This design comes from an exercise in tuning for small area, a short achievable clock period and few clock cycles on the open sky130 flow, not from production work.
RTL that was checked went through simulation tests only; none was proved equivalent to the original.
Function not checked in run 2: the RTL went through the layout flow alone.
Power figures rest on the tool's default switching activity, not on a simulated workload.

==> design/flow/design.v <==
module cv_engine (
    input  wire        clk,
    input  wire        rst,
    input  wire        go,
    input  wire [1:0]  cfg_poly,
    input  wire        cfg_mode,       
    input  wire        cfg_cont,
    input  wire [1:0]  cfg_awidth,
    input  wire [31:0] cfg_init,
    input  wire [24:0] cfg_len,
    input  wire [8:0]  cfg_count,
    input  wire [11:0] cfg_crcoff,
    input  wire [11:0] cfg_aoff,
    input  wire        ctx_we,
    input  wire [31:0] ctx_run,
    input  wire [31:0] ctx_alast,
    input  wire        ctx_avalid,
    input  wire [3:0]  err_clr,
    input  wire        in_valid,
    input  wire [31:0] in_data,
    output wire        in_ready,
    output wire        busy,
    output reg         done,
    output wire [1:0]  result,
    output reg  [8:0]  donemsg,
    output reg  [31:0] run_val,
    output reg  [31:0] crc_result,
    output reg  [31:0] alast,
    output reg         avalid,
    output reg  [15:0] cnt_ok,
    output reg  [15:0] cnt_crcerr,
    output reg  [15:0] cnt_repeat,
    output reg  [15:0] cnt_jump,
    output reg  [3:0]  err
);
    wire [31:0] u;
    wire [31:0] t0, t1;
    wire [15:0] t2;
    wire [7:0]  t3;
    assign t0[0] = ^(u & 32'h04D101DF);
    assign t0[1] = ^(u & 32'h09A203BE);
    assign t0[2] = ^(u & 32'h1344077D);
    assign t0[3] = ^(u & 32'h26880EFA);
    assign t0[4] = ^(u & 32'h4D101DF4);
    assign t0[5] = ^(u & 32'h9A203BE9);
    assign t0[6] = ^(u & 32'h3091760D);
    assign t0[7] = ^(u & 32'h6122EC1A);
    assign t0[8] = ^(u & 32'hC245D835);
    assign t0[9] = ^(u & 32'h805AB1B5);
    assign t0[10] = ^(u & 32'h046462B5);
    assign t0[11] = ^(u & 32'h08C8C56A);
    assign t0[12] = ^(u & 32'h11918AD4);
    assign t0[13] = ^(u & 32'h232315A9);
    assign t0[14] = ^(u & 32'h46462B53);
    assign t0[15] = ^(u & 32'h8C8C56A6);
    assign t0[16] = ^(u & 32'h1DC9AC92);
    assign t0[17] = ^(u & 32'h3B935924);
    assign t0[18] = ^(u & 32'h7726B249);
    assign t0[19] = ^(u & 32'hEE4D6493);
    assign t0[20] = ^(u & 32'hD84BC8F9);
    assign t0[21] = ^(u & 32'hB446902D);
    assign t0[22] = ^(u & 32'h6C5C2184);
    assign t0[23] = ^(u & 32'hD8B84309);
    assign t0[24] = ^(u & 32'hB5A187CC);
    assign t0[25] = ^(u & 32'h6F920E46);
    assign t0[26] = ^(u & 32'hDF241C8C);
    assign t0[27] = ^(u & 32'hBA9938C7);
    assign t0[28] = ^(u & 32'h71E37051);
    assign t0[29] = ^(u & 32'hE3C6E0A3);
    assign t0[30] = ^(u & 32'hC35CC098);
    assign t0[31] = ^(u & 32'h826880EF);
    assign t1[0] = ^(u & 32'h1F91CAF6);
    assign t1[1] = ^(u & 32'h3F2395EC);
    assign t1[2] = ^(u & 32'h7E472BD8);
    assign t1[3] = ^(u & 32'hFC8E57B1);
    assign t1[4] = ^(u & 32'hE68D6595);
    assign t1[5] = ^(u & 32'hD28B01DD);
    assign t1[6] = ^(u & 32'hBA87C94C);
    assign t1[7] = ^(u & 32'h6A9E586F);
    assign t1[8] = ^(u & 32'hD53CB0DE);
    assign t1[9] = ^(u & 32'hB5E8AB4B);
    assign t1[10] = ^(u & 32'h74409C60);
    assign t1[11] = ^(u & 32'hE88138C1);
    assign t1[12] = ^(u & 32'hCE93BB74);
    assign t1[13] = ^(u & 32'h82B6BC1F);
    assign t1[14] = ^(u & 32'h1AFCB2C8);
    assign t1[15] = ^(u & 32'h35F96591);
    assign t1[16] = ^(u & 32'h6BF2CB23);
    assign t1[17] = ^(u & 32'hD7E59646);
    assign t1[18] = ^(u & 32'hB05AE67B);
    assign t1[19] = ^(u & 32'h7F240600);
    assign t1[20] = ^(u & 32'hFE480C00);
    assign t1[21] = ^(u & 32'hE301D2F6);
    assign t1[22] = ^(u & 32'hD9926F1B);
    assign t1[23] = ^(u & 32'hACB514C0);
    assign t1[24] = ^(u & 32'h46FBE377);
    assign t1[25] = ^(u & 32'h8DF7C6EE);
    assign t1[26] = ^(u & 32'h047E472B);
    assign t1[27] = ^(u & 32'h08FC8E57);
    assign t1[28] = ^(u & 32'h11F91CAF);
    assign t1[29] = ^(u & 32'h23F2395E);
    assign t1[30] = ^(u & 32'h47E472BD);
    assign t1[31] = ^(u & 32'h8FC8E57B);
    assign t2[0] = ^(u & 32'h88D9D9BA);
    assign t2[1] = ^(u & 32'h10B3B375);
    assign t2[2] = ^(u & 32'h206667EB);
    assign t2[3] = ^(u & 32'h40CCCED6);
    assign t2[4] = ^(u & 32'h9181C5B1);
    assign t2[5] = ^(u & 32'h22038B63);
    assign t2[6] = ^(u & 32'h440616C7);
    assign t2[7] = ^(u & 32'h880C2C8E);
    assign t2[8] = ^(u & 32'h1119581C);
    assign t2[9] = ^(u & 32'h2232B038);
    assign t2[10] = ^(u & 32'h44646071);
    assign t2[11] = ^(u & 32'h88C8C0E2);
    assign t2[12] = ^(u & 32'h109181C5);
    assign t2[13] = ^(u & 32'h313B5B97);
    assign t2[14] = ^(u & 32'h6276B62E);
    assign t2[15] = ^(u & 32'hC4EC6C5D);
    assign t3[0] = ^(u & 32'h71A40393);
    assign t3[1] = ^(u & 32'hE2480726);
    assign t3[2] = ^(u & 32'hB5350DDF);
    assign t3[3] = ^(u & 32'h1BCF192D);
    assign t3[4] = ^(u & 32'h473A30C9);
    assign t3[5] = ^(u & 32'h8E746092);
    assign t3[6] = ^(u & 32'h1CE9C024);
    assign t3[7] = ^(u & 32'h38D28149);
    function [31:0] conv(input [31:0] c, input [1:0] p);
        case (p)
            2'd2:    conv = {16'd0, c[7:0], c[15:8]};
            2'd3:    conv = {24'd0, c[7:0]};
            default: conv = c;
        endcase
    endfunction
    function [31:0] fin_int(input [31:0] c, input [1:0] p);
        case (p)
            2'd2:    fin_int = {16'd0, c[7:0], c[15:8]};
            2'd3:    fin_int = {24'd0, ~c[7:0]};
            default: fin_int = ~c;
        endcase
    endfunction
    function [31:0] unfin(input [31:0] f, input [1:0] p);
        case (p)
            2'd2:    unfin = {16'd0, f[15:0]};
            2'd3:    unfin = {24'd0, ~f[7:0]};
            default: unfin = ~f;
        endcase
    endfunction
    function [31:0] rotl(input [31:0] w, input [1:0] r);
        case (r)
            2'd0:    rotl = w;
            2'd1:    rotl = {w[23:0], w[31:24]};
            2'd2:    rotl = {w[15:0], w[31:16]};
            default: rotl = {w[7:0],  w[31:8]};
        endcase
    endfunction
    function [3:0] clamp4(input [13:0] d);
        if (!d[13] && d[12:2] != 11'd0)          clamp4 = 4'd4;
        else if (d[13] && d[12:2] != 11'h7FF)    clamp4 = 4'b1100;
        else                                     clamp4 = d[3:0];
    endfunction
    reg        busy_q, chk_q, res_q;
    reg [1:0]  poly_q, aw_q;
    reg        mode_q, cont_q;
    reg [31:0] init_q;        
    reg [24:0] rem_q;         
    reg [12:0] len_q;         
    reg [12:0] rc_q;          
    reg [12:0] ra_q;          
    reg [8:0]  cntm1_q;       
    reg        rdy_q;         
    reg        pendb_q;       
    reg [1:0]  sb_q;          
    reg        bv_q, mend_q, last_q;
    reg [31:0] w_q;
    reg [2:0]  n_q;           
    reg [1:0]  rho_q, rhoa_q;
    reg [3:0]  sen_q, aen_q;
    reg [31:0] stored_q, alive_q;
    reg        p2_q, l2_q;
    assign busy     = busy_q;
    assign in_ready = rdy_q;
    assign result   = {1'b0, res_q};
    wire [2:0] cwb = (poly_q == 2'd2) ? 3'd2 : (poly_q == 2'd3) ? 3'd1 : 3'd4;
    wire [2:0] awb = (aw_q == 2'd1) ? 3'd1 : (aw_q == 2'd2) ? 3'd2 : (aw_q == 2'd3) ? 3'd4 : 3'd0;
    wire bad_s = (rem_q == 25'd0) || (rem_q[24] && (rem_q[23:0] != 24'd0));
    wire bad_m = (rem_q < 25'd8) || (rem_q > 25'd4096) || cntm1_q[8] ||
                 ((rc_q + {10'd0, cwb}) > len_q) ||
                 ((aw_q != 2'd0) && ((ra_q + {10'd0, awb}) > len_q));
    wire bad = mode_q ? bad_m : bad_s;
    wire       fetch = in_valid && rdy_q;
    wire       beat  = fetch || pendb_q;
    wire [1:0] s     = pendb_q ? sb_q : 2'd0;
    wire       endh  = (rem_q[24:3] == 22'd0) && (rem_q[2:0] <= 3'd4) && !pendb_q;
    wire       last  = endh && (!mode_q || (donemsg == cntm1_q));
    wire [13:0] dcm = {1'b0, rem_q[12:0]} - {1'b0, rc_q};
    wire [13:0] dam = {1'b0, rem_q[12:0]} - {1'b0, ra_q};
    wire [3:0]  dcl = mode_q ? clamp4(dcm) : ((rem_q[24:2] != 23'd0) ? 4'd4 : {2'b00, rem_q[1:0]});
    wire [3:0]  dal = clamp4(dam);
    wire [3:0]  ec  = (dcl[3] || (dcl[2:0] < {1'b0, s})) ? {2'b00, s} : dcl;
    wire [3:0]  dce = dcl + 4'd4;     
    wire [3:0]  dae = dal + 4'd4;
    wire [2:0]  nb  = ec[2:0] - {1'b0, s};
    wire [1:0]  rho = 2'd0 - dcl[1:0];
    wire [1:0]  rhoa = 2'd0 - dal[1:0];
    reg  [3:0]  sen, aen;
    integer i;
    always @(*) begin
        for (i = 0; i < 4; i = i + 1) begin
            sen[i] = mode_q && (i < cwb) && ({1'b0, dce} + i >= 4) && ({1'b0, dce} + i <= 7);
            aen[i] = mode_q && (i < awb) && ({1'b0, dae} + i >= 4) && ({1'b0, dae} + i <= 7);
        end
    end
    wire [31:0] rot  = rotl(w_q, rho_q);
    wire [31:0] rota = rotl(w_q, rhoa_q);
    reg  [31:0] ush, csh;
    always @(*) begin
        case (n_q)
            3'd1:    begin ush = {run_val[7:0],  24'd0}  ^ {rot[31:24], 24'd0}; csh = {8'd0,  run_val[31:8]};  end
            3'd2:    begin ush = {run_val[15:0], 16'd0}  ^ {rot[31:16], 16'd0}; csh = {16'd0, run_val[31:16]}; end
            3'd3:    begin ush = {run_val[23:0], 8'd0}   ^ {rot[31:8],  8'd0};  csh = {24'd0, run_val[31:24]}; end
            3'd4:    begin ush = run_val ^ rot;                                 csh = 32'd0;                  end
            default: begin ush = 32'd0;                                         csh = run_val;                end
        endcase
    end
    assign u = ush;
    reg [31:0] tsel;
    always @(*) begin
        case (poly_q)
            2'd0:    tsel = t0;
            2'd1:    tsel = t1;
            2'd2:    tsel = {16'd0, t2};
            default: tsel = {24'd0, t3};
        endcase
    end
    wire [31:0] nx = csh ^ tsel;
    wire [31:0] wmask = (poly_q == 2'd2) ? 32'h0000FFFF : (poly_q == 2'd3) ? 32'h000000FF : 32'hFFFFFFFF;
    wire        match = (((stored_q ^ crc_result) & wmask) == 32'd0);
    wire [31:0] amask = (aw_q == 2'd1) ? 32'h000000FF : (aw_q == 2'd2) ? 32'h0000FFFF : 32'hFFFFFFFF;
    wire [31:0] acnt  = alive_q & amask;
    wire        a_ok  = (acnt == ((alast + 32'd1) & amask));
    wire        a_rep = (acnt == (alast & amask));
    always @(posedge clk) begin
        if (rst) begin
            busy_q     <= 1'b0;
            chk_q      <= 1'b0;
            rdy_q      <= 1'b0;
            pendb_q    <= 1'b0;
            bv_q       <= 1'b0;
            p2_q       <= 1'b0;
            done       <= 1'b0;
            res_q      <= 1'b0;
            donemsg    <= 9'd0;
            run_val    <= 32'd0;
            crc_result <= 32'd0;
            alast      <= 32'd0;
            avalid     <= 1'b0;
            cnt_ok     <= 16'd0;
            cnt_crcerr <= 16'd0;
            cnt_repeat <= 16'd0;
            cnt_jump   <= 16'd0;
            err        <= 4'd0;
        end else begin
            done <= 1'b0;
            err  <= err & ~err_clr;
            if (!busy_q && ctx_we) begin
                run_val <= ctx_run;
                alast   <= ctx_alast;
                avalid  <= ctx_avalid;
            end
            if (!busy_q && go) begin
                busy_q  <= 1'b1;
                chk_q   <= 1'b1;
                poly_q  <= cfg_poly;
                mode_q  <= cfg_mode;
                cont_q  <= cfg_cont;
                aw_q    <= cfg_awidth;
                init_q  <= cfg_init;
                rem_q   <= cfg_len;
                len_q   <= cfg_len[12:0];
                rc_q    <= {1'b0, cfg_crcoff};
                ra_q    <= {1'b0, cfg_aoff};
                cntm1_q <= cfg_count - 9'd1;
            end
            if (chk_q) begin
                chk_q <= 1'b0;
                if (bad) begin
                    busy_q  <= 1'b0;
                    done    <= 1'b1;
                    res_q   <= 1'b1;
                    donemsg <= 9'd0;
                    err[3]  <= 1'b1;
                end else begin
                    rdy_q   <= 1'b1;
                    res_q   <= 1'b0;
                    donemsg <= 9'd0;
                    rc_q    <= mode_q ? (len_q - rc_q) : 13'd0;
                    ra_q    <= len_q - ra_q;
                    init_q  <= conv(init_q, poly_q);
                    run_val <= (cont_q && !mode_q) ? conv(run_val, poly_q) : conv(init_q, poly_q);
                end
            end
            bv_q <= beat;
            if (beat) begin
                n_q    <= nb;
                rho_q  <= rho;
                rhoa_q <= rhoa;
                sen_q  <= sen;
                aen_q  <= aen;
                mend_q <= endh;
                last_q <= last;
            end
            if (fetch) begin
                w_q <= in_data;
                if (endh) begin
                    if (mode_q) donemsg <= donemsg + 9'd1;
                    if (last) begin
                        rdy_q <= 1'b0;
                    end else if (rem_q[2:0] == 3'd4) begin
                        rem_q <= {12'd0, len_q};
                    end else begin
                        rem_q   <= rem_q + {12'd0, len_q};
                        rdy_q   <= 1'b0;
                        pendb_q <= 1'b1;
                        sb_q    <= rem_q[1:0];
                    end
                end else begin
                    rem_q <= rem_q - 25'd4;
                end
            end
            if (pendb_q) begin
                pendb_q <= 1'b0;
                rdy_q   <= 1'b1;
                rem_q   <= rem_q - 25'd4;
            end
            p2_q <= bv_q && mend_q;
            if (bv_q) begin
                run_val <= mend_q ? init_q : nx;
                if (mend_q) begin
                    crc_result <= fin_int(nx, poly_q);
                    l2_q       <= last_q;
                end
                if (sen_q[0]) stored_q[7:0]   <= rot[7:0];
                if (sen_q[1]) stored_q[15:8]  <= rot[15:8];
                if (sen_q[2]) stored_q[23:16] <= rot[23:16];
                if (sen_q[3]) stored_q[31:24] <= rot[31:24];
                if (aen_q[0]) alive_q[7:0]    <= rota[7:0];
                if (aen_q[1]) alive_q[15:8]   <= rota[15:8];
                if (aen_q[2]) alive_q[23:16]  <= rota[23:16];
                if (aen_q[3]) alive_q[31:24]  <= rota[31:24];
            end
            if (p2_q) begin
                if (mode_q) begin
                    if (!match) begin
                        if (cnt_crcerr != 16'hFFFF) cnt_crcerr <= cnt_crcerr + 16'd1;
                        err[0] <= 1'b1;
                    end else if (aw_q != 2'd0) begin
                        if (!avalid) begin
                            alast  <= acnt;
                            avalid <= 1'b1;
                        end else if (a_ok) begin
                            alast  <= acnt;
                            if (cnt_ok != 16'hFFFF) cnt_ok <= cnt_ok + 16'd1;
                        end else if (a_rep) begin
                            if (cnt_repeat != 16'hFFFF) cnt_repeat <= cnt_repeat + 16'd1;
                            err[1] <= 1'b1;
                        end else begin
                            alast  <= acnt;
                            if (cnt_jump != 16'hFFFF) cnt_jump <= cnt_jump + 16'd1;
                            err[2] <= 1'b1;
                        end
                    end
                end
                if (l2_q) begin
                    busy_q  <= 1'b0;
                    done    <= 1'b1;
                    err[3]  <= 1'b1;
                    run_val <= unfin(crc_result, poly_q);
                end
            end
        end
    end
endmodule
==> design/flow/run.sh <==
#!/bin/bash
# synth_recipe.tcl (not shown) runs the flow's synth.tcl, then flattens the netlist and writes it again
# the make line also repeats each setting of config.mk as NAME=value (left out here)
make -C /OpenROAD-flow-scripts/flow DESIGN_CONFIG=/design/flow/config.mk WORK_HOME=/design/flow/orfs CLKGATE_MAP_FILE= SYNTH_SCRIPT=/design/flow/synth_recipe.tcl finish
==> design/flow/config.mk <==
export PLATFORM = sky130hd
export DESIGN_NAME = cv_engine
export DESIGN_NICKNAME = cv_engine
export VERILOG_FILES = /design/flow/design.v
export SDC_FILE = /design/flow/constraint.sdc
export NUM_CORES = 4
export LEC_CHECK = 0
export CAP_MARGIN = 20
export CORE_MARGIN = 2
export CORE_UTILIZATION = 40
export SLEW_MARGIN = 20
==> design/flow/constraint.sdc <==
create_clock -name core_clock -period 10.0 [get_ports {clk}]
set_input_delay 2.0000 -clock core_clock [delete_from_list [all_inputs] [get_ports {clk}]]
set_output_delay 2.0000 -clock core_clock [all_outputs]
set_load 0.01 [all_outputs]
==> impl.org, run 1 <==
** Outcome
- The flow ran to the end and the layout has no timing, DRC or antenna violations.

** Pwr
- For this design the total switching power over the nets is 1.99 mW.
- Across the VDD grid, the largest voltage drop is 0.142 mV.
- Power comes to 5.71 mW.
- Int Power :: 3.72 mW
- Switching power share of the total :: 34.8%
- Fraction of power consumed by the clock network :: 33.2%
- Cell leakage power :: 15.4 nW
- In this run, flip-flops and latches consume 34.6% of the power.
- Power density over the cells :: 135 nW/µm²
- Of the total power, combinational logic draws 32.2%.

** Setup path
- Of all nets on the critical path, the largest fanout is 49.
- Setup slack of the worst register-to-register path :: 3.25 ns
- Worst path required time :: 10.50 ns
- Category of the most critical setup path :: reg -> reg
- Endpoint arrival time on the critical path :: 7.24 ns
- The endpoint identified for the worst register-to-register timing path is init_q[27].
- Launch point of the worst reg-to-reg path :: poly_q[1]
- Cells on worst reg2reg path :: 25
- Kind of capture point of the worst setup path :: register
- STA classifies the critical path startpoint as a register.

** Clock tree
- In this run the number of H-tree levels came out at 2.
- Buffer type at the clock tree root :: clkbuf_16
- Buffers added to address setup during post-CTS repair amount to 0.
- TritonCTS Buffers :: 52
- The number of gates resized after CTS was 0.
- TritonCTS built the clock tree.
- The clock passes through at most 3 buffers.
- Number of clock sinks seen by CTS :: 409
- Buffers inserted to repair hold after CTS numbered 0.
- After clock tree synthesis, the clock-pin slew on the worst setup and hold paths is 0.06 ns.
- Clock insertion delay at the later pin of the skew report :: 0.64 ns

** Global routing
- met2 is the most crowded layer.
- The number of global-route vias before repair came to 30,918.
- Entering global routing, the biggest net connects 90 pins.
- Met1 track demand over resource in global routing :: 43.6%
- For this run, global-route usage on met2 was measured as 48.6%.
- In the global route stage, overall resource usage came out at 31.7%.
- Total overflow reported by the global router :: 0
- Antenna violations before repair :: 2
- Met3 demand-to-capacity share in global routing :: 5.91%
- Global-route wire length before repair :: 214 mm

** Die
- In this run the vertical extent of the chip is 302 µm.
- Site Rows :: 109
- Die Footprint :: 91,000 µm²
- The core region is 88,100 µm².
- Num ports :: 381
- Horizontal die dimension :: 302 µm
- For this configuration, the core starts out at a cell density of 40.2%.

** Timing
- Hold is met by 0.418 ns.
- Clock skew on the completed layout was measured at 0.0476 ns.
- For the pin with the worst max-slew slack, the measured transition is 1.10 ns.
- The worst path uses 67.5% of the clock period.
- Final critical delay including setup and external delays :: 6.75 ns
- Post-route worst setup slack :: 3.25 ns
- Setup repair after global routing left no endpoint under its margin.
- Timing would allow up to 0.148 GHz.
- Setup tns final :: 0 ns
- Number of setup violations in the final report :: 0
- The worst pin sits at a relative slew slack of 26.1%.
- Max-slew violation total from the final report :: 0
- The count of endpoints failing hold in the final timing report was 0.

** Synthesis
- After synthesis, the share of flip-flops with an asynchronous set or reset is 0%.
- Mean instance size in the synthesized netlist :: 9.02 µm²
- Most common cell in the synthesized netlist :: xnor2_1
- Share of the synthesized area in the top cell type :: 19.2%
- After synthesis, the most frequently instantiated cells are xnor2_1, nand2_1, nor2_1.
- For this run, the number of Yosys warnings is 1.
- Number of synthesized register bits :: 409
- The cell area that synthesis handed to floorplanning was 35,500 µm².
- Primary flip-flop cell chosen by synthesis mapping :: edfxtp_1
- Synth area leader :: edfxtp_1
- Post-synth cell types :: 107
- Fraction of the yosys area taken by sequential cells :: 29.5%
- After synthesis, the cell types taking the most area are edfxtp_1, xnor2_1, dfxtp_1.
- Number of enable flip-flop cells after synthesis :: 227
- In the synthesized netlist, the number of instances is 3,933.
- Mapped Nets :: 4,275

** Routing
- For this block, the via count after detailed routing is 32,920.
- In the final routed layout, each cell accounts on average for 27.2 µm.
- The detailed router finished its first iteration with 4,212 violations.
- In the routed design, unresolved DRC markers number 0.
- The detail route stage leaves a number of antenna-violating nets equal to 0.
- Pre-antenna DRT Iters :: 6
- Routed via count divided by cell count :: 6.06
- The final layout contains routed wiring with a total length of 148 mm.

** Cells and area
- Share of layout cells above drive strength 1 :: 7.79%
- Cells fill 47.9% of the core in the end.
- Layout Area Growth over Synthesis :: 19.0%
- The finished layout holds 5,428 standard cells, fillers aside.
- After routing the design area is 42,200 µm².
- Number of nets at the end of the flow :: 4,561

** Hold path
- The worst hold path passes through 0 cells.
- In this run the most critical hold path is launched from last_q.
- The min-delay analysis places its worst path in the category reg -> reg.
- The path with the worst hold slack has its endpoint at l2_q.

** Placed design
- DP Cell Count :: 5,330
- Prior to clock tree synthesis, the placed netlist has a worst setup slack of 3.38 ns.
- Instance area after placement :: 40,500 µm²
- Number of input and output port buffers inserted :: 379
- Routability-driven placement finished with a final weighted congestion of 1.04.
- Summed over all nets, the half-perimeter wirelength after detailed placement is 112 mm.

** Job
- Max-cap violations in this run came to 0.
## power by group through the flow
stage	combinational [mW]	clock, mW	sequential (mW)
6_report	1.84	1.90	1.97
5_1_grt	1.95	1.98	1.98
4_1_cts	1.79	1.92	1.97
3_5_place_dp	1.78	0	2.00
3_3_place_gp	1.79	0	2.00
2_1_floorplan	1.19	0	1.94
## how the worst max path moves through the flow
stage,startpoint,endpoint,slack [ns],cells after the start
floorplan,poly_q[1],ra_q[6],3.66,27
finish,poly_q[1],init_q[27],3.25,25
detailed placement,poly_q[1],init_q[23],3.38,25
global route,poly_q[1],init_q[23],2.84,25
CTS,poly_q[1],init_q[24],3.33,25
global placement,poly_q[1],init_q[28],3.52,25
## placed cells by master (no fill, tap or decap), types with 22 or more instances in the layout
cell	synthesis	routed
clkbuf_16	0	56
o21ai_0	167	167
xor2_1	241	241
nor3_1	61	61
nand2_1	362	362
and3_1	29	29
mux2i_1	85	85
nand4_1	36	36
or3_1	39	39
nor2b_1	27	25
and2_1	24	24
inv_1	138	138
buf_4	13	85
edfxtp_1	227	227
a22o_1	23	23
a22oi_1	29	29
clkdlybuf4s50_1	0	378
nand3_1	79	79
mux4_2	73	73
a221oi_1	28	28
a21oi_1	237	237
o211ai_1	22	22
nand2b_1	31	28
a31oi_1	65	65
a211oi_1	23	23
o22ai_1	46	46
ha_1	133	133
dfxtp_1	182	182
nor4_1	30	29
xnor2_1	516	516
nor2_1	342	337
## critical path, cell delays in order (launching register included)
cell and delay [ns]:
edfxtp_1 0.31, buf_4 0.35, clkinv_1 0.20, nor2_4 0.12, buf_4 0.55, xnor2_1 0.20, ha_1 0.22, a21oi_1 0.07
nand2b_1 0.17, a21oi_1 0.29, and3_1 0.31, nand3_1 0.12, xnor2_1 0.14, ha_1 0.32, nand2_1 0.06, or4_1 0.55
a211oi_1 0.24, o2111a_1 0.22, nand4_1 0.19, o21a_1 0.23, nor2_4 0.48, nor2_1 0.08, buf_4 0.23, a21oi_1 0.48
buf_4 0.30, a22o_1 0.15
## per-layer routing
layer	routed length (µm)	share of wire, %
met4	7210	4.9
met1	61600	42
met3	15200	10
met5	21	0.014
met2	63900	43
## cells by family (layout without fill, tap and decap cells)
logic type / after synthesis / after routing / synth area share, %
AO/OA/AOI/OAI: 861 / 861 / 16.1
XOR/XNOR: 804 / 804 / 21.5
flip-flops: 409 / 409 / 29.5
other: 1 / 2 / 0.0106
adder cells (fa/ha/maj): 141 / 141 / 5.12
AND/OR/NAND/NOR: 1173 / 1173 / 16.0
multiplexers: 171 / 171 / 7.45
buffers and inverters: 373 / 702 / 4.34
## final cells by class
class	instances	area (µm²)
diodes	1	2.50
clock buffers	78	1540
clock inverters	19	161
fillers	8605	45900
inverters	141	532
multi-input cells	3151	23600
flip-flops and latches	409	10500
well taps	1165	1460
repair buffers	464	4430
## flip-flops by register name, summed over array words and instances, names as in the netlist, 4 cells and up
signal,flops
cnt_ok,16
sen_q,4
rem_q,25
rc_q,13
alive_q,32
aen_q,4
cnt_jump,16
init_q,32
w_q,32
stored_q,32
cntm1_q,9
alast,32
run_val,32
cnt_repeat,16
crc_result,32
len_q,13
err,4
ra_q,13
donemsg,9
cnt_crcerr,16
Testbench counts, summed over its fixed seeds: cycles 19,031.
==> run 2: changes to the inputs <==
--- a/design/flow/design.v
+++ b/design/flow/design.v
@@ -139,13 +139,6 @@
             default: fin_int = ~c;
         endcase
     endfunction
-    function [31:0] unfin(input [31:0] f, input [1:0] p);
-        case (p)
-            2'd2:    unfin = {16'd0, f[15:0]};
-            2'd3:    unfin = {24'd0, ~f[7:0]};
-            default: unfin = ~f;
-        endcase
-    endfunction
     function [31:0] rotl(input [31:0] w, input [1:0] r);
         case (r)
             2'd0:    rotl = w;
@@ -159,14 +152,14 @@
         else if (d[13] && d[12:2] != 11'h7FF)    clamp4 = 4'b1100;
         else                                     clamp4 = d[3:0];
     endfunction
-    reg        busy_q, chk_q, res_q;
+    reg        busy_q, chk_q, first_q, res_q;
     reg [1:0]  poly_q, aw_q;
     reg        mode_q, cont_q;
     reg [31:0] init_q;        
     reg [24:0] rem_q;         
     reg [12:0] len_q;         
-    reg [12:0] rc_q;          
-    reg [12:0] ra_q;          
+    reg [13:0] dc_q;          
+    reg [13:0] da_q;          
     reg [8:0]  cntm1_q;       
     reg        rdy_q;         
     reg        pendb_q;       
@@ -185,18 +178,28 @@
     wire [2:0] awb = (aw_q == 2'd1) ? 3'd1 : (aw_q == 2'd2) ? 3'd2 : (aw_q == 2'd3) ? 3'd4 : 3'd0;
     wire bad_s = (rem_q == 25'd0) || (rem_q[24] && (rem_q[23:0] != 24'd0));
     wire bad_m = (rem_q < 25'd8) || (rem_q > 25'd4096) || cntm1_q[8] ||
-                 ((rc_q + {10'd0, cwb}) > len_q) ||
-                 ((aw_q != 2'd0) && ((ra_q + {10'd0, awb}) > len_q));
+                 ((dc_q[12:0] + {10'd0, cwb}) > len_q) ||
+                 ((aw_q != 2'd0) && ((da_q[12:0] + {10'd0, awb}) > len_q));
     wire bad = mode_q ? bad_m : bad_s;
     wire       fetch = in_valid && rdy_q;
     wire       beat  = fetch || pendb_q;
     wire [1:0] s     = pendb_q ? sb_q : 2'd0;
     wire       endh  = (rem_q[24:3] == 22'd0) && (rem_q[2:0] <= 3'd4) && !pendb_q;
     wire       last  = endh && (!mode_q || (donemsg == cntm1_q));
-    wire [13:0] dcm = {1'b0, rem_q[12:0]} - {1'b0, rc_q};
-    wire [13:0] dam = {1'b0, rem_q[12:0]} - {1'b0, ra_q};
-    wire [3:0]  dcl = mode_q ? clamp4(dcm) : ((rem_q[24:2] != 23'd0) ? 4'd4 : {2'b00, rem_q[1:0]});
-    wire [3:0]  dal = clamp4(dam);
+    wire       bnd   = endh && !last;                  
+    wire       r4    = rem_q[2];                       
+    wire [24:0] rem_m4 = rem_q - 25'd4;
+    wire [12:0] rem_b  = len_q + {11'd0, rem_q[1:0]};
+    wire [12:0] lx     = {len_q[12:2] - {10'd0, r4}, len_q[1:0]};    
+    wire [13:0] dc_m4  = dc_q - 14'd4;
+    wire [13:0] dc_b   = dc_q + {1'b0, lx};
+    wire [13:0] da_m4  = da_q - 14'd4;
+    wire [13:0] da_b   = da_q + {1'b0, lx};
+    wire [24:0] rem_nx = bnd ? {12'd0, rem_b} : rem_m4;
+    wire [13:0] dc_nx  = bnd ? dc_b : dc_m4;
+    wire [13:0] da_nx  = bnd ? da_b : da_m4;
+    wire [3:0]  dcl = mode_q ? clamp4(dc_q) : ((rem_q[24:2] != 23'd0) ? 4'd4 : {2'b00, rem_q[1:0]});
+    wire [3:0]  dal = clamp4(da_q);
     wire [3:0]  ec  = (dcl[3] || (dcl[2:0] < {1'b0, s})) ? {2'b00, s} : dcl;
     wire [3:0]  dce = dcl + 4'd4;     
     wire [3:0]  dae = dal + 4'd4;
@@ -234,16 +237,27 @@
         endcase
     end
     wire [31:0] nx = csh ^ tsel;
+    wire        p2   = (poly_q == 2'd2);
+    wire [31:0] cshn = p2 ? {16'd0, csh[7:0], csh[15:8]} : csh;
+    wire [31:0] tseln = p2 ? {16'd0, t2[7:0], t2[15:8]} : tsel;
+    wire [31:0] nxn  = cshn ^ tseln;
     wire [31:0] wmask = (poly_q == 2'd2) ? 32'h0000FFFF : (poly_q == 2'd3) ? 32'h000000FF : 32'hFFFFFFFF;
     wire        match = (((stored_q ^ crc_result) & wmask) == 32'd0);
     wire [31:0] amask = (aw_q == 2'd1) ? 32'h000000FF : (aw_q == 2'd2) ? 32'h0000FFFF : 32'hFFFFFFFF;
     wire [31:0] acnt  = alive_q & amask;
-    wire        a_ok  = (acnt == ((alast + 32'd1) & amask));
-    wire        a_rep = (acnt == (alast & amask));
+    wire [31:0] adiff = (alive_q ^ alast) & amask;
+    reg  [31:0] ainc;                 
+    always @(*) begin
+        ainc[0] = 1'b1;
+        for (i = 1; i < 32; i = i + 1) ainc[i] = ainc[i - 1] & alast[i - 1];
+    end
+    wire        a_ok  = (adiff == (ainc & amask));
+    wire        a_rep = (adiff == 32'd0);
     always @(posedge clk) begin
         if (rst) begin
             busy_q     <= 1'b0;
             chk_q      <= 1'b0;
+            first_q    <= 1'b0;
             rdy_q      <= 1'b0;
             pendb_q    <= 1'b0;
             bv_q       <= 1'b0;
@@ -269,115 +283,119 @@
                 avalid  <= ctx_avalid;
             end
             if (!busy_q && go) begin
-                busy_q  <= 1'b1;
-                chk_q   <= 1'b1;
-                poly_q  <= cfg_poly;
-                mode_q  <= cfg_mode;
-                cont_q  <= cfg_cont;
-                aw_q    <= cfg_awidth;
-                init_q  <= cfg_init;
-                rem_q   <= cfg_len;
-                len_q   <= cfg_len[12:0];
-                rc_q    <= {1'b0, cfg_crcoff};
-                ra_q    <= {1'b0, cfg_aoff};
-                cntm1_q <= cfg_count - 9'd1;
+                busy_q <= 1'b1;
+                chk_q  <= 1'b1;
             end
             if (chk_q) begin
                 chk_q <= 1'b0;
+                donemsg <= 9'd0;
                 if (bad) begin
                     busy_q  <= 1'b0;
                     done    <= 1'b1;
                     res_q   <= 1'b1;
-                    donemsg <= 9'd0;
                     err[3]  <= 1'b1;
                 end else begin
                     rdy_q   <= 1'b1;
+                    first_q <= 1'b1;
                     res_q   <= 1'b0;
-                    donemsg <= 9'd0;
-                    rc_q    <= mode_q ? (len_q - rc_q) : 13'd0;
-                    ra_q    <= len_q - ra_q;
-                    init_q  <= conv(init_q, poly_q);
-                    run_val <= (cont_q && !mode_q) ? conv(run_val, poly_q) : conv(init_q, poly_q);
                 end
             end
-            bv_q <= beat;
-            if (beat) begin
-                n_q    <= nb;
-                rho_q  <= rho;
-                rhoa_q <= rhoa;
-                sen_q  <= sen;
-                aen_q  <= aen;
-                mend_q <= endh;
-                last_q <= last;
+            if (first_q) begin
+                first_q <= 1'b0;
+                run_val <= (cont_q && !mode_q) ? conv(run_val, poly_q) : init_q;
             end
+            bv_q   <= beat;
             if (fetch) begin
-                w_q <= in_data;
                 if (endh) begin
                     if (mode_q) donemsg <= donemsg + 9'd1;
                     if (last) begin
                         rdy_q <= 1'b0;
-                    end else if (rem_q[2:0] == 3'd4) begin
-                        rem_q <= {12'd0, len_q};
-                    end else begin
-                        rem_q   <= rem_q + {12'd0, len_q};
+                    end else if (rem_q[2:0] != 3'd4) begin
                         rdy_q   <= 1'b0;
                         pendb_q <= 1'b1;
-                        sb_q    <= rem_q[1:0];
                     end
-                end else begin
-                    rem_q <= rem_q - 25'd4;
                 end
             end
             if (pendb_q) begin
                 pendb_q <= 1'b0;
                 rdy_q   <= 1'b1;
-                rem_q   <= rem_q - 25'd4;
             end
-            p2_q <= bv_q && mend_q;
+            p2_q <= bv_q && mend_q && mode_q;
             if (bv_q) begin
-                run_val <= mend_q ? init_q : nx;
+                run_val <= mend_q ? (last_q ? nxn : init_q) : nx;
                 if (mend_q) begin
                     crc_result <= fin_int(nx, poly_q);
-                    l2_q       <= last_q;
+                    if (last_q && !mode_q) begin
+                        busy_q <= 1'b0;
+                        done   <= 1'b1;
+                        err[3] <= 1'b1;
+                    end
                 end
-                if (sen_q[0]) stored_q[7:0]   <= rot[7:0];
-                if (sen_q[1]) stored_q[15:8]  <= rot[15:8];
-                if (sen_q[2]) stored_q[23:16] <= rot[23:16];
-                if (sen_q[3]) stored_q[31:24] <= rot[31:24];
-                if (aen_q[0]) alive_q[7:0]    <= rota[7:0];
-                if (aen_q[1]) alive_q[15:8]   <= rota[15:8];
-                if (aen_q[2]) alive_q[23:16]  <= rota[23:16];
-                if (aen_q[3]) alive_q[31:24]  <= rota[31:24];
             end
             if (p2_q) begin
-                if (mode_q) begin
-                    if (!match) begin
-                        if (cnt_crcerr != 16'hFFFF) cnt_crcerr <= cnt_crcerr + 16'd1;
-                        err[0] <= 1'b1;
-                    end else if (aw_q != 2'd0) begin
-                        if (!avalid) begin
-                            alast  <= acnt;
-                            avalid <= 1'b1;
-                        end else if (a_ok) begin
-                            alast  <= acnt;
-                            if (cnt_ok != 16'hFFFF) cnt_ok <= cnt_ok + 16'd1;
-                        end else if (a_rep) begin
-                            if (cnt_repeat != 16'hFFFF) cnt_repeat <= cnt_repeat + 16'd1;
-                            err[1] <= 1'b1;
-                        end else begin
-                            alast  <= acnt;
-                            if (cnt_jump != 16'hFFFF) cnt_jump <= cnt_jump + 16'd1;
-                            err[2] <= 1'b1;
-                        end
+                if (!match) begin
+                    if (cnt_crcerr != 16'hFFFF) cnt_crcerr <= cnt_crcerr + 16'd1;
+                    err[0] <= 1'b1;
+                end else if (aw_q != 2'd0) begin
+                    if (!avalid) begin
+                        alast  <= acnt;
+                        avalid <= 1'b1;
+                    end else if (a_ok) begin
+                        alast  <= acnt;
+                        if (cnt_ok != 16'hFFFF) cnt_ok <= cnt_ok + 16'd1;
+                    end else if (a_rep) begin
+                        if (cnt_repeat != 16'hFFFF) cnt_repeat <= cnt_repeat + 16'd1;
+                        err[1] <= 1'b1;
+                    end else begin
+                        alast  <= acnt;
+                        if (cnt_jump != 16'hFFFF) cnt_jump <= cnt_jump + 16'd1;
+                        err[2] <= 1'b1;
                     end
                 end
                 if (l2_q) begin
-                    busy_q  <= 1'b0;
-                    done    <= 1'b1;
-                    err[3]  <= 1'b1;
-                    run_val <= unfin(crc_result, poly_q);
+                    busy_q <= 1'b0;
+                    done   <= 1'b1;
+                    err[3] <= 1'b1;
                 end
             end
         end
     end
+    always @(posedge clk) begin
+        if (!busy_q) begin
+            poly_q  <= cfg_poly;
+            mode_q  <= cfg_mode;
+            cont_q  <= cfg_cont;
+            aw_q    <= cfg_awidth;
+            init_q  <= conv(cfg_init, cfg_poly);
+            rem_q   <= cfg_len;
+            len_q   <= cfg_len[12:0];
+            dc_q    <= {2'b00, cfg_crcoff};
+            da_q    <= {2'b00, cfg_aoff};
+            cntm1_q <= cfg_count - 9'd1;
+        end else if (beat) begin
+            rem_q <= rem_nx;
+            dc_q  <= dc_nx;
+            da_q  <= da_nx;
+        end
+        n_q    <= nb;
+        rho_q  <= rho;
+        rhoa_q <= rhoa;
+        sen_q  <= sen;
+        aen_q  <= aen;
+        mend_q <= endh;
+        last_q <= last;
+        sb_q   <= rem_q[1:0];
+        if (rdy_q) w_q <= in_data;
+        if (bv_q) begin
+            if (mend_q) l2_q <= last_q;
+            if (sen_q[0]) stored_q[7:0]   <= rot[7:0];
+            if (sen_q[1]) stored_q[15:8]  <= rot[15:8];
+            if (sen_q[2]) stored_q[23:16] <= rot[23:16];
+            if (sen_q[3]) stored_q[31:24] <= rot[31:24];
+            if (aen_q[0]) alive_q[7:0]    <= rota[7:0];
+            if (aen_q[1]) alive_q[15:8]   <= rota[15:8];
+            if (aen_q[2]) alive_q[23:16]  <= rota[23:16];
+            if (aen_q[3]) alive_q[31:24]  <= rota[31:24];
+        end
+    end
 endmodule
--- a/design/flow/config.mk
+++ b/design/flow/config.mk
@@ -8,4 +8,6 @@
 export CAP_MARGIN = 20
 export CORE_MARGIN = 2
 export CORE_UTILIZATION = 40
+export SETUP_SLACK_MARGIN = 5
 export SLEW_MARGIN = 20
+export TNS_END_PERCENT = 100
==> impl.org, run 2 <==
** Cells and area
- The share of the core filled with cells in the final layout came to 49.7% (+1.8 points).
- The cell area after layout is 40,800 µm² (-3.2%).
- The antenna cell count came to 0 (-1).
- In the layout the commonest cells are xnor2_1, clkdlybuf4s50_1, nor2_1.
- Relative to the synthesized area, the layout overhead comes to 22.6%.
- Share of layout cells above drive strength 1 :: 11.2% (+3.5 points)
- The final net count is 4,120 (-9.7%).
- Number of standard cells in the final layout excluding fillers :: 4,920 (-9.4%)
- The number of fillers in the final layout came to 7,700 (-11%).
- Commonest non-fill, non-tap cell in the layout :: xnor2_1

** Setup path
- The critical path is of the reg -> reg type.
- The peak fanout along the critical path came to 32 (-35%).
- The worst register-to-register path ends at run_val[4].
- CP Launch Type :: register
- Worst path required time :: 10.46 ns (-0.04 ns)
- Setup slack of the worst register-to-register path :: 4.99 ns (+1.73 ns)
- The worst register-to-register path begins at rho_q[0].
- The worst reg2reg path depth was 15 (-40%).
- Kind of capture point of the worst setup path :: register
- Endpoint arrival time on the critical path :: 5.48 ns (-1.76 ns)

** Timing
- The shortest period the worst path allows came to 5.01 ns (-1.73 ns).
- Max-slew violation total from the final report :: 0 (unchanged)
- The count of endpoints failing hold in the final timing report was 0 (unchanged).
- Share of the clock period used by the worst path :: 50.1% (-17 points)
- Post-route worst hold slack :: 0.469 ns (+0.0507 ns)
- Setup repair after global routing could not meet its margin everywhere.
- Fmax :: 0.199 GHz (+35%)
- The sum of negative setup slack was 0 ns (unchanged).
- Post-Route Skew :: 0.0405 ns (-0.00704 ns)
- Tightest Pin Transition :: 1.08 ns (-0.0164 ns)
- Slew Limit Headroom :: 27.6% (+1.4 points)
- The count of final setup violators came to 0 (unchanged).
- Post-route worst setup slack :: 4.99 ns (+1.73 ns)

** Pwr
- The leakage power came to 14.6 nW (-5.2%).
- The switching share of power was 42.3% (+7.5 points).
- PnR Total Power :: 8.46 mW (+48%)
- The register share of total power is 23.8% (-11 points).
- Combinational share of power :: 52.7% (+21 points)
- Power density over the cells :: 207 nW/µm² (+53%)
- Switching power :: 3.58 mW (+80%)
- Worst voltage drop across the vdd grid :: 0.111 mV (-21%)
- The cell-internal power came to 4.88 mW (+31%).
- Fraction of power consumed by the clock network :: 23.5% (-9.7 points)

** Synthesis
- Leading post-synthesis cells by cell area :: edfxtp_1, dfxtp_1, xnor2_1
- Most instantiated cells after synthesis :: xnor2_1, nor2_1, xor2_1
- Mean instance size in the synthesized netlist :: 9.58 µm² (+6.3%)
- The complex-gate fraction of the synthesized area came to 14.2% (-1.9 points).
- The area fraction in and, or, nand and nor cells after synthesis was 14.4% (-1.6 points).
- The count of different cell masters after synthesis is 102 (-4.7%).
- Proportion of synthesized flip-flops having asynchronous set or reset :: 0% (unchanged)
- The post-synthesis net count was 3,787 (-11%).
- Warning count from the yosys run :: 1 (unchanged)
- The post-synthesis xor/xnor area fraction was 23.9% (+2.4 points).
- For this run, the leading register cell type out of synthesis is edfxtp_1.
- Combinational family with the most area after synthesis :: XOR/XNOR gates
- Cells after Synth :: 3,475 (-12%)
- Share of synthesized cell area in full adder, half adder and majority cells :: 4.27% (-0.85 points)
- The area of the mapped netlist came to 33,300 µm² (-6.1%).
- Most common cell in the synthesized netlist :: xnor2_1
- The mux contribution to synthesized area was 8.28% (+0.83 points).
- Number of enable flip-flop cells after synthesis :: 206 (-9.3%)
- Synth area leader :: edfxtp_1
- The sequential element share of the synthesized area is 31.0% (+1.5 points).
- The synthesized flop and latch total was 412 (+0.73%).
- Share of the synthesized area in the top cell type :: 18.6% (-0.65 points)

** Die
- Num ports :: 381 (unchanged)
- Die Footprint :: 85,600 µm² (-6.0%)
- Vertical die dimension :: 293 µm (-3.0%)
- The die width is 293 µm (-3.0%).
- Area of the placeable core :: 82,200 µm² (-6.7%)
- The floorplan row count is 105 (-3.7%).
- The initial cell density of the core is 40.5% (+0.24 points).

** Global routing
- GRT Util Overall :: 29.6% (-2.1 points)
- Global-route wire length before repair :: 188 mm (-12%)
- The total congestion overflow after global routing was 0 (unchanged).
- The pin count of the biggest net entering global routing was 91 (+1.1%).
- The number of global-route vias before repair is 27,146 (-12%).
- The initial antenna violation count came to 6 (+4).

** Clock tree
- Buffer depth of the longest clock path :: 3 (unchanged)
- Clock insertion delay at the later pin of the skew report :: 0.62 ns (-0.02 ns)
- Clock Pin Slew Worst Setup and Hold Paths :: 0.06 ns (about the same)
- The TritonCTS buffer count is 51 (-1.9%).
- CTS tree :: built
- The total number of clock tree sinks is 412 (+0.73%).
- The count of H-tree levels built during CTS came to 2 (unchanged).
- Buffer type at the clock tree root :: clkbuf_16

** Routing
- The number of vias after detailed routing is 29,228 (-11%).
- The detail-routed net length per standard cell is 26.8 µm (-1.6%).
- The number of detailed-route iterations in the first pass came to 7 (+1).
- Drt drc :: 0 (unchanged)
- Iteration-0 DRC count of the detailed router :: 3,199 (-24%)
- Number of routed nets with antenna violations :: 0 (unchanged)
- Routed via count divided by cell count :: 5.94 (-2.0%)
- The total wire length after detailed routing is 132 mm (-11%).

** Placed design
- DP Cell Count :: 4,790 (-10%)
- DP HPWL :: 101 mm (-9.6%)
- Number of input and output port buffers inserted :: 379 (unchanged)
- Instance area after placement :: 38,200 µm² (-5.7%)
- Worst setup slack after placement :: 4.40 ns (+1.02 ns)
- The global placement routability congestion was 1.07 (+3.6%).

** Hold path
- WHS Path Cells :: 2 (+2)
- The worst hold path begins at err[2].
- Path type of the worst min-delay path :: reg -> reg
- The path with the worst hold slack has its endpoint at err[2].

** Outcome
- The run finished with no timing, DRC or antenna violations.

** Job
- The number of max-cap violations came to 0 (unchanged).
-- run 2: cell types whose count changed after synthesis, moves of 32 or more --
cell / before / now
a31oi_1: 65 / 13
mux2_2: 10 / 42
mux4_2: 73 / 40
nand2_1: 362 / 191
nor2_1: 342 / 299
xnor2_1: 516 / 465
xor2_1: 241 / 277
-- run 2: layout make-up --
type                    instances  area [µm²]  area share, %
clock inverters                27         368          0.901
clock buffers                  68        1420           3.48
well taps                    1070        1340           3.28
flip-flops and latches        412       10300           25.3
inverters                     113         429           1.05
repair buffers                487        4740           11.6
multi-input cells            2743       22200           54.4
-- run 2: critical path, cell delays in order, from the launching register on --
cell and delay, ns:
dfxtp_1 0.32, buf_6 0.28, mux4_1 0.75, xnor2_1 0.20, o32ai_2 0.26, buf_4 0.36
xor2_2 0.40, xor2_2 0.37, xnor3_1 0.29, xnor2_1 0.59, mux2i_1 0.18, mux2i_1 0.20
xor2_1 0.29, o2111ai_1 0.18, o21ai_0 0.11, nor2_1 0.07
-- run 2: cell families after synthesis --
family,after synthesis
compound gates,694
xor+xnor,812
fa+ha+maj,110
buf+inv,320
flops,412
mux,179
other cells,1
simple gates,947
-- run 2: routing by layer --
metal | global-route usage (%) | up-vias | routed length [µm]
li1 | - | 13118 | -
met1 | 42.0 | 14125 | 56100
met2 | 44.3 | 1640 | 56500
met3 | 5.90 | 339 | 13200
met4 | 11.3 | 6 | 6070
met5 | 0 | - | 35
-- run 2: how the worst max path moves through the flow --
stage | start | to | cells after the start
finish | rho_q[0] | run_val[4] | 15
global placement | poly_q[0] | err[3] | 23
CTS | rho_q[1] | run_val[2] | 14
global route | rho_q[0] | run_val[0] | 15
detailed placement | poly_q[0] | err[3] | 23
floorplan | poly_q[0] | busy_q | 23
-- run 2: repair_timing --
item / CTS / global route
cloned: 0 / 1
buffers inserted: 21 / 13
hold buffers: 0 / 0
resized for setup: 40 / 48
endpoints found under the setup margin: 67 / 70
pin swaps: 9 / 7
-- run 2: power by group through the flow --
stage / clock network [mW] / registers, mW / logic [mW]
after floorplan: 0 / 1.97 / 2.76
after global placement: 0 / 2.04 / 4.16
after detailed placement: 0 / 2.04 / 4.08
after CTS: 2.02 / 2.00 / 4.21
after global routing: 2.08 / 2.02 / 4.58
final: 1.99 / 2.01 / 4.46
==> run 3: changes to the inputs <==
--- a/design/flow/design.v
+++ b/design/flow/design.v
@@ -190,11 +190,12 @@
     wire       r4    = rem_q[2];                       
     wire [24:0] rem_m4 = rem_q - 25'd4;
     wire [12:0] rem_b  = len_q + {11'd0, rem_q[1:0]};
-    wire [12:0] lx     = {len_q[12:2] - {10'd0, r4}, len_q[1:0]};    
     wire [13:0] dc_m4  = dc_q - 14'd4;
-    wire [13:0] dc_b   = dc_q + {1'b0, lx};
+    wire [13:0] dc_l   = dc_q + {1'b0, len_q};
+    wire [13:0] dc_b   = r4 ? dc_l - 14'd4 : dc_l;
     wire [13:0] da_m4  = da_q - 14'd4;
-    wire [13:0] da_b   = da_q + {1'b0, lx};
+    wire [13:0] da_l   = da_q + {1'b0, len_q};
+    wire [13:0] da_b   = r4 ? da_l - 14'd4 : da_l;
     wire [24:0] rem_nx = bnd ? {12'd0, rem_b} : rem_m4;
     wire [13:0] dc_nx  = bnd ? dc_b : dc_m4;
     wire [13:0] da_nx  = bnd ? da_b : da_m4;
@@ -206,6 +207,8 @@
     wire [2:0]  nb  = ec[2:0] - {1'b0, s};
     wire [1:0]  rho = 2'd0 - dcl[1:0];
     wire [1:0]  rhoa = 2'd0 - dal[1:0];
+    wire [31:0] wsrc = pendb_q ? w_q : in_data;
+    wire [1:0]  wrot = pendb_q ? rho - rho_q : rho;
     reg  [3:0]  sen, aen;
     integer i;
     always @(*) begin
@@ -214,7 +217,7 @@
             aen[i] = mode_q && (i < awb) && ({1'b0, dae} + i >= 4) && ({1'b0, dae} + i <= 7);
         end
     end
-    wire [31:0] rot  = rotl(w_q, rho_q);
+    wire [31:0] rot  = w_q;
     wire [31:0] rota = rotl(w_q, rhoa_q);
     reg  [31:0] ush, csh;
     always @(*) begin
@@ -245,14 +248,8 @@
     wire        match = (((stored_q ^ crc_result) & wmask) == 32'd0);
     wire [31:0] amask = (aw_q == 2'd1) ? 32'h000000FF : (aw_q == 2'd2) ? 32'h0000FFFF : 32'hFFFFFFFF;
     wire [31:0] acnt  = alive_q & amask;
-    wire [31:0] adiff = (alive_q ^ alast) & amask;
-    reg  [31:0] ainc;                 
-    always @(*) begin
-        ainc[0] = 1'b1;
-        for (i = 1; i < 32; i = i + 1) ainc[i] = ainc[i - 1] & alast[i - 1];
-    end
-    wire        a_ok  = (adiff == (ainc & amask));
-    wire        a_rep = (adiff == 32'd0);
+    wire        a_ok  = (acnt == ((alast + 32'd1) & amask));
+    wire        a_rep = (acnt == (alast & amask));
     always @(posedge clk) begin
         if (rst) begin
             busy_q     <= 1'b0;
@@ -379,13 +376,13 @@
         end
         n_q    <= nb;
         rho_q  <= rho;
-        rhoa_q <= rhoa;
+        rhoa_q <= rhoa - rho;
         sen_q  <= sen;
         aen_q  <= aen;
         mend_q <= endh;
         last_q <= last;
         sb_q   <= rem_q[1:0];
-        if (rdy_q) w_q <= in_data;
+        if (rdy_q || pendb_q) w_q <= rotl(wsrc, wrot);
         if (bv_q) begin
             if (mend_q) l2_q <= last_q;
             if (sen_q[0]) stored_q[7:0]   <= rot[7:0];
--- a/design/flow/config.mk
+++ b/design/flow/config.mk
@@ -8,6 +8,4 @@
 export CAP_MARGIN = 20
 export CORE_MARGIN = 2
 export CORE_UTILIZATION = 40
-export SETUP_SLACK_MARGIN = 5
 export SLEW_MARGIN = 20
-export TNS_END_PERCENT = 100
==> impl.org, run 3 <==
** Outcome
- Status :: complete, no violations

** Routing
- The count of nets left with antenna violations after detail routing was 0 (unchanged).
- The number of detailed-route iterations in the first pass is 6 (-1).
- Wire length per cell :: 26.8 µm (-0.21%)
- Total wire length :: 141 mm (+6.7%)
- Routed via count divided by cell count :: 5.89 (-0.81%)
- Iteration-0 DRC count of the detailed router :: 3,289 (+2.8%)
- Drt drc :: 0 (unchanged)
- Overall via count from detail_route :: 31,006 (+6.1%)

** Pwr
- The leakage power came to 15.8 nW (+8.1%).
- Combinational share of power :: 54.6% (+1.9 points)
- Part of the power in registers :: 23.3% (-0.5 points)
- Int Power :: 5.11 mW (+4.8%)
- The power per cell area is 210 nW/µm² (+1.4%).
- The maximum resistive drop on vdd came to 0.186 mV (+67%).
- PnR Total Power :: 8.73 mW (+3.2%)
- Switching power share of the total :: 41.5% (-0.85 points)
- Fraction of power consumed by the clock network :: 22.1% (-1.4 points)
- Switching power :: 3.62 mW (+1.2%)

** Cells and area
- Leaving out fill and tap cells, the most frequent cell in the layout is xnor2_1.
- Layout Area Growth over Synthesis :: 19.0%
- Number of nets at the end of the flow :: 4,374 (+6.2%)
- The number of fillers in the final layout came to 8,269 (+7.4%).
- In the layout the commonest cells are xnor2_1, clkdlybuf4s50_1, nand2_1.
- Share of layout cells above drive strength 1 :: 8.09% (-3.2 points)

** Setup path
- Kind of capture point of the worst setup path :: register
- Maximum cell stage delay along the critical path :: 0.88 ns (+0.13 ns)
- Launch point of the worst reg-to-reg path :: rem_q[5]
- Buffer and inverter count on the worst path :: 4 (+2)
- The worst path arrival time was 5.95 ns (+0.47 ns).
- Worst path required time :: 10.38 ns (-0.08 ns)
- Traced cell by cell, the critical path runs through nor3_1, nand2b_1, nor4_1, and3_1, nand4b_1, inv_1, a22o_1, inv_1, ha_2, buf_4, xor2_4, buf_4, mux2i_1, a21oi_1, mux2_2.
- Critical Path Fanout Max :: 69 (+120%)
- The worst setup path is of the reg -> reg kind.
- The cell family contributing the most delay on the critical path is simple AND/OR/NAND/NOR gates.
- STA classifies the critical path startpoint as a register.
- The slowest stage of the critical path is the nor4_1 cell.
- The critical path starts at rem_q[5].

** Clock tree
- The register clock-pin slew on the reported worst setup and hold paths is 0.06 ns (about the same).
- Number of clock sinks seen by CTS :: 412 (unchanged)
- Post-CTS sizing :: 0 (-100%)
- H-tree depth :: 2 (unchanged)
- Number of hold buffers added after CTS :: 0 (unchanged)
- Buffer type at the clock tree root :: clkbuf_16
- Clock insertion delay at the later pin of the skew report :: 0.64 ns (+0.02 ns)
- Number of post-CTS setup repair buffers :: 0 (-100%)
- CTS tree :: built
- Buffer depth of the longest clock path :: 3 (unchanged)
- TritonCTS Buffers :: 50 (-2.0%)

** Die
- Starting Density :: 40.3% (-0.17 points)
- Die Footprint :: 89,700 µm² (+4.8%)
- Site Rows :: 108 (+2.9%)
- The die outline height was 299 µm (+2.4%).
- Num ports :: 381 (unchanged)
- Area of the placeable core :: 86,600 µm² (+5.3%)
- The die width is 299 µm (+2.4%).

** Synthesis
- Share of the synthesized area in the top cell type :: 17.7% (-0.87 points)
- The sequential element share of the synthesized area was 29.5% (-1.4 points).
- The instance count of the mapped netlist is 3,813 (+9.7%).
- Mapped Area :: 34,900 µm² (+4.9%)
- The largest total area in the synthesized netlist belongs to edfxtp_1.
- In the synthesized netlist the dominant register cell turns out to be edfxtp_1.
- Proportion of synthesized flip-flops having asynchronous set or reset :: 0% (unchanged)
- Warning count from the yosys run :: 1 (unchanged)
- Mean instance size in the synthesized netlist :: 9.16 µm² (-4.4%)
- Number of enable flip-flop cells after synthesis :: 206 (unchanged)
- Sorting the synthesized cells by area gives the leading types as edfxtp_1, dfxtp_1, xnor2_1.
- Mapped Nets :: 4,126 (+9.0%)
- Most instantiated cells after synthesis :: xnor2_1, nand2_1, nor2_1
- Most common cell in the synthesized netlist :: xnor2_1
- Post-synth cell types :: 98 (-3.9%)
- The synthesized flop and latch total was 412 (unchanged).

** Timing
- The fraction of the cycle the final worst path needs came to 55.8% (+5.6 points).
- The count of endpoints failing hold in the final timing report is 0 (unchanged).
- Slew Limit Headroom :: 16.7% (-11 points)
- The slew of the pin with the lowest slew margin was 1.24 ns (+0.158 ns).
- Final critical delay including setup and external delays :: 5.58 ns (+0.560 ns)
- The count of final setup violators was 0 (unchanged).
- The final count of pins violating max slew was 0 (unchanged).
- Setup repair after global routing missed its margin :: no
- Fmax :: 0.179 GHz (-10%)
- Setup tns final :: 0 ns (unchanged)
- The worst hold margin was 0.474 ns (+0.00472 ns).
- The maximum clock skew at final layout is 0.0234 ns (-0.0171 ns).

** Placed design
- The half-perimeter wire length after detailed placement was 107 mm (+6.3%).
- Number of input and output port buffers inserted :: 379 (unchanged)
- Placer's final routability congestion estimate :: 1.06 (-1.6%)

** Hold path
- Startpoint of the lowest-slack hold path :: err[1]
- The tightest min-delay check is of the reg -> reg type.

** Global routing
- Antenna violations before repair :: 5 (-1)
- The first-pass GRT wire length came to 202 mm (+7.4%).
- The total track usage is 30.3% (+0.68 points).
- Number of global-route vias before repair :: 29,416 (+8.4%)
- The pin count of the biggest net entering global routing came to 79 (-13%).
- Total overflow reported by the global router :: 0 (unchanged)

** Job
- Max-cap violation count :: 0 (unchanged)
[run 3: cell count changes in the layout (fill, tap and decap cells not counted), moves of 18 or more]
cell      before  now
xnor3_1       25   99
nor3_1        48   73
nor3b_1       30    4
mux4_1        23    0
nand2_1      187  304
nor2b_1       43   69
a211oi_1      32   51
xnor2_1      452  427
o21ai_0      138  171
or3_1         46   28
a31oi_1       13   49
[run 3: per-layer routing]
layer	vias up	GRT usage (%)	routed length [µm]
li1	14155	-	-
met1	14926	38.7	56400
met2	1565	48.3	63900
met3	358	6.36	12600
met4	2	15.6	7930
met5	-	0	11
[run 3: path summary, 6_finish.rpt]
check	end	cells after the start	slack, ns
max	w_q[14]	15	4.42
min	err[1]	2	0.47
max reg2reg	w_q[14]	15	4.42
min reg2reg	err[1]	2	0.47
[run 3: area by class of cell]
| cell class | count | area, µm² | share of cell area, % |
|---|---|---|---|
| Multi-Input combinational cell | 3009 | 23200 | 55.8 |
| Sequential cell | 412 | 10300 | 24.8 |
| Timing Repair Buffer | 463 | 4430 | 10.6 |
| Clock buffer | 69 | 1500 | 3.60 |
| Tap cell | 1155 | 1450 | 3.48 |
| Inverter | 125 | 470 | 1.13 |
| Clock inverter | 25 | 230 | 0.554 |
| Antenna cell | 4 | 10.0 | 0.0241 |
[run 3: logic make-up after synthesis]
logic type | Yosys count | share of synthesized area, %
compound gates | 824 | 15.8
xor+xnor | 819 | 25.3
fa+ha+maj | 111 | 4.08
buf+inv | 392 | 4.43
flops | 412 | 29.5
mux | 141 | 5.42
other cells | 1 | 0.0107
simple gates | 1113 | 15.5
[run 3: worst min-delay path, cell delays in order, from the launching register on]
cell and delay, ns:
dfxtp_1 0.31, nand2b_1 0.06, a21oi_1 0.06
[run 3: power groups by stage]
stage,Sequential (mW),Clock (mW),Combinational [mW]
after floorplan,1.97,0,3.28
after global placement,2.06,0,4.63
after detailed placement,2.06,0,4.59
after CTS,2.02,1.96,4.63
after global routing,2.04,2.02,4.95
final,2.03,1.93,4.77
[run 3: per-stage QoR]
step | cell area (µm²) | util, % | instances | setup slack (ns)
after floorplan | 34900 | - | 3813 | 5.45
after global placement | 39800 | 46.0 | 5164 | 4.70
after detailed placement | 39800 | 46.0 | 5164 | 4.56
after CTS | 41600 | 48.0 | 5258 | 4.55
after global routing | 41600 | 48.0 | 5261 | 4.10
final | 41600 | 48.0 | 5262 | 4.42
Testbench counts of run 3, summed over its fixed seeds: cycles 18,797.

static timing again, ports no longer ideal:
The flow's constraints put no driver on any port. The routed layouts listed below were extracted and timed again, unchanged, in two steps.
Step 1, drivers: a clkbuf_16 drives clk and a buf_2 each remaining input, both assumed.
Step 2 also shifts input and output timing later by t, the mid clock arrival at the registers, as if the neighbouring blocks saw the same clock.
a / b / c = ideal ports / drivers / drivers and shift; a / b = the first two.
| run | t (ns) | setup slack, ns | clock arrival spread, ns | slew at the worst register clock pin (ns) |
|---|---|---|---|---|
| run 1 | 0.694 | 3.255 / 3.255 / 3.255 | 0.051 / 0.051 | 0.06 / 0.06 |
| run 2 | 0.665 | 4.985 / 4.985 / 4.985 | 0.041 / 0.041 | 0.06 / 0.06 |
| run 3 | 0.690 | 4.425 / 4.425 / 4.425 | 0.023 / 0.024 | 0.08 / 0.08 |
After both steps every run listed still meets setup and hold.
